What follows belongs to an exercise in optimizing a design on an open flow for small area, a short achievable clock period and few clock cycles per item; a production flow would make more cautious choices.
Where RTL was checked, it was by simulation tests only, not by an equivalence proof against the original.
Power and IR drop assume default switching activity.

==> v21 <==
// se_int_lane
module se_int_lane (
    input  wire        clk,
    input  wire        rst,
    input  wire        in_valid,
    output wire        in_ready,
    input  wire [2:0]  in_kind,
    input  wire [2:0]  in_fn,
    input  wire [1:0]  in_type,
    input  wire [1:0]  in_round,
    input  wire        in_sat,
    input  wire [31:0] in_x,
    input  wire [31:0] in_y,
    input  wire [31:0] in_z,
    output wire        out_valid,
    output wire [31:0] out_result,
    output wire        out_sat
);
Settings: LEC_CHECK=0, ABC_AREA=1, CAP_MARGIN=35, CORE_MARGIN=2, CORE_UTILIZATION=50, CTS_CLUSTER_DIAMETER=80, CTS_CLUSTER_SIZE=24, PLACE_DENSITY=0.65, SLEW_MARGIN=35; clock period 18.0 ns.
standard.sh (not shown) runs the stock make flow with config.mk's settings and CLKGATE_MAP_FILE= SYNTH_SCRIPT=/design/flow/synth_recipe.tcl, a recipe that flattens the netlist after the stock synthesis.
==> flow/flow/run.sh <==
#!/bin/bash
# Own layout flow: the standard flow with the standard synthesis,
# unchanged, except that
#  - after global placement the port buffers are made buf_2 cells instead of
#    the slow clkdlybuf4s50_1 cells buffer_ports picks (every port keeps its
#    buffer), see swap_ports.tcl;
#  - the timing repair of floorplan, CTS and global routing is asked to
#    reach a setup slack of SETUP_SLACK_MARGIN ns. The clock period and
#    every constraint stay the design's: only the optimisation effort changes.
# Each tool's output goes to a log of its own in this folder.
set -euo pipefail
bash standard.sh synth > synth.log 2>&1
export SETUP_SLACK_MARGIN=13.4
RES="$PWD/orfs/results/sky130hd/se_int_lane/base"
bash standard.sh "$RES/3_3_place_gp.odb" > place_gp.log 2>&1
PORT_ODB="$RES/3_3_place_gp.odb" openroad -no_init -exit flow/swap_ports.tcl > swap_ports.log 2>&1
bash standard.sh finish > layout.log 2>&1
==> flow/flow/swap_ports.tcl <==
# Make the port buffers that buffer_ports inserted (input*, output*) plain
# buf_2 cells instead of clkdlybuf4s50_1. Run on the global placement,
# before resizing and detailed placement.
set odb $::env(PORT_ODB)
read_db $odb
set block [ord::get_db_block]
set buf [[ord::get_db] findMaster sky130_fd_sc_hd__buf_2]
set n 0
foreach inst [$block getInsts] {
  set name [$inst getName]
  if { [regexp {^(input|output)[0-9]+$} $name] &&
       [[$inst getMaster] getName] eq "sky130_fd_sc_hd__clkdlybuf4s50_1" } {
    $inst swapMaster $buf
    incr n
  }
}
puts "port buffers swapped: $n"
write_db $odb
==> v16 (differences from v21) <==
--- a/flow/design.v
+++ b/flow/design.v
@@ -100,34 +100,53 @@
     end
     reg  [1:0] st;               
     reg        first;            
     reg        ia, ib;           
     reg        shift;            
     reg        last;             
-    wire       ia_n, ib_n;      
     wire [1:0] st_n = st + 2'd1;
     assign     ib_n = na2 ? st_n[1] : st_n[0];
     assign     ia_n = na2 & st_n[0];
-    wire [16:0] a17 = ia ? {p0[31], p0[31:16]} : {~na2 & xs[15], xs[15:0]};
-    wire [16:0] bsrc = ib ? ys[31:15] : {yss[15:0], 1'b0};
+    reg  [16:0] a17;
+    wire        ia_n;
+    wire [15:0] in_a = in_mac1 ? in_z[15:0] : in_x[15:0];
+    wire [15:0] in_as = (in_type == T_INT8) ? {{8{in_a[7]}}, in_a[7:0]} : in_a;
+    always @(posedge clk) begin
+        if (take)
+            a17 <= {~in_na2 & in_as[15], in_as};
+        else if (ia_n)
+            a17 <= {p0[31], p0[31:16]};
+        else
+            a17 <= {~na2 & xs[15], xs[15:0]};
+    end
     function [2:0] booth;        
         input [2:0] b;
         input       sub;
         begin
             booth[2] = b[1] ^ b[0];
             booth[1] = (b[2] & ~b[1] & ~b[0]) | (~b[2] & b[1] & b[0]);
             booth[0] = b[2] ^ sub;
         end
     endfunction
-    wire [7:0]  bd_one, bd_two, bd_neg;
-    genvar gb;
-    generate
-        for (gb = 0; gb < 8; gb = gb + 1) begin : g_booth
-            assign {bd_one[gb], bd_two[gb], bd_neg[gb]} = booth(bsrc[2*gb +: 3], mac2);
+    reg  [7:0]  bd_one, bd_two, bd_neg;
+    wire [16:0] in_bsrc = {in_y[15:0], 1'b0};
+    wire        ib_n;            
+    wire [16:0] ys_bsrc = ib_n ? ys[31:15] : {ys[15:0], 1'b0};
+    integer bi;
+    always @(posedge clk) begin
+        for (bi = 0; bi < 8; bi = bi + 1) begin
+            if (take) begin
+                {bd_one[bi], bd_two[bi], bd_neg[bi]} <=
+                    booth(in_bsrc[2*bi +: 3], in_mac2) &
+                    {3{~((in_type == T_INT8) & (bi >= 4))}};
+            end else begin
+                {bd_one[bi], bd_two[bi], bd_neg[bi]} <=
+                    booth(ys_bsrc[2*bi +: 3], mac2);
+            end
         end
-    endgenerate
+    end
     reg  [34:0] accs, accc;
     reg         f_up;            
     reg         f_inv, f_zero;   
     wire [34:0] accv;
     se_lane_add u_add (
         .ra  (accs),
--- a/flow/flow/run.sh
+++ b/flow/flow/run.sh
@@ -7,11 +7,11 @@
 #  - the timing repair of floorplan, CTS and global routing is asked to
 #    reach a setup slack of SETUP_SLACK_MARGIN ns. The clock period and
 #    every constraint stay the design's: only the optimisation effort changes.
 # Each tool's output goes to a log of its own in this folder.
 set -euo pipefail
 bash standard.sh synth > synth.log 2>&1
-export SETUP_SLACK_MARGIN=13.4
+export SETUP_SLACK_MARGIN=13.5
 RES="$PWD/orfs/results/sky130hd/se_int_lane/base"
 bash standard.sh "$RES/3_3_place_gp.odb" > place_gp.log 2>&1
 PORT_ODB="$RES/3_3_place_gp.odb" openroad -no_init -exit flow/swap_ports.tcl > swap_ports.log 2>&1
 bash standard.sh finish > layout.log 2>&1
==> flow/config.mk (replaced) <==
export PLATFORM = sky130hd
export DESIGN_NAME = se_int_lane
export DESIGN_NICKNAME = se_int_lane
export VERILOG_FILES = /design/flow/design.v
export SDC_FILE = /design/flow/constraint.sdc
export NUM_CORES = 4
export LEC_CHECK = 0
export ABC_AREA = 1
export CAP_MARGIN = 35
export CORE_MARGIN = 2
export CORE_UTILIZATION = 30
export PLACE_DENSITY = 0.5
export SLEW_MARGIN = 35
==> comparison <==
v16 ran to the end with no violations. v21 ran to the end with no violations.
Between v21 and v16, the lower final area is in v16 (gap 2.0%, measured against v16).
Of v16 and v21, v21 has the higher non-clock buffer count (gap 129).
Of v21 and v16, v21 has the higher core utilization (gap 27 points).
Between v21 and v16, the lower maximum frequency is in v21 (gap 12%, measured against v16).
==> figures <==
metric	v21	v16
Power density over cell area	136 nW/um2	163 nW/um2
Met1 layer wirelength in the final routing	47.7 mm	55.7 mm
Number of optimization iterations in the first detailed-route pass	14	6
Netlist area before placement	26,000 um2	26,900 um2
Sort of element at the end of the critical path	register	output port
Critical-path top delay cell	fa_1	dfxtp_2
Seq/total area	0.201	0.230
Status	no timing/DRC/antenna violations	no timing/DRC/antenna violations
Average wire per standard cell	28.6 um	25.4 um
Switching power	2290 uW	2650 uW
Testbench counts of v16, summed over its fixed seeds: cycles 39,847, items 32,000.
Function not checked in v21: the RTL went through the layout flow alone.

==> afterwards: timing with drivers on the ports <==
The results above use ideal ports. As a check the final layouts listed here were re-extracted and re-timed, cells and wires unchanged. Step 1 (the two cells are an assumption about what drives the block):
set clk [get_ports {clk}]
set_driving_cell -lib_cell sky130_fd_sc_hd__clkbuf_16 $clk
set_driving_cell -lib_cell sky130_fd_sc_hd__buf_2 [delete_from_list [all_inputs] $clk]
Step 2 adds t to the input delays and takes it off the output delays; t is the mean of the earliest and latest rising clock arrival at the registers after step 1. Input paths then give back, and output paths get back, about the clock's delay inside the block. a / b / c = no drivers / after step 1 / after step 2; a / b = the first two.
| run | shift t [ns] | slack for setup (ns) | worst hold slack (ns) | worst slew at a driven data input, ns |
|---|---|---|---|---|
| v21 | 0.640 | 12.723 / 12.723 / 12.621 | 0.358 / 0.358 / 0.358 | 0.07 |
| v16 | 0.637 | 13.373 / 13.304 / 12.866 | 0.339 / 0.339 / 0.339 | 0.06 |
After both steps setup and hold are still met in every run listed. For v16, which loses most, drivers alone change the setup slack by -0.069 ns; drivers and shift together by -0.507 ns.
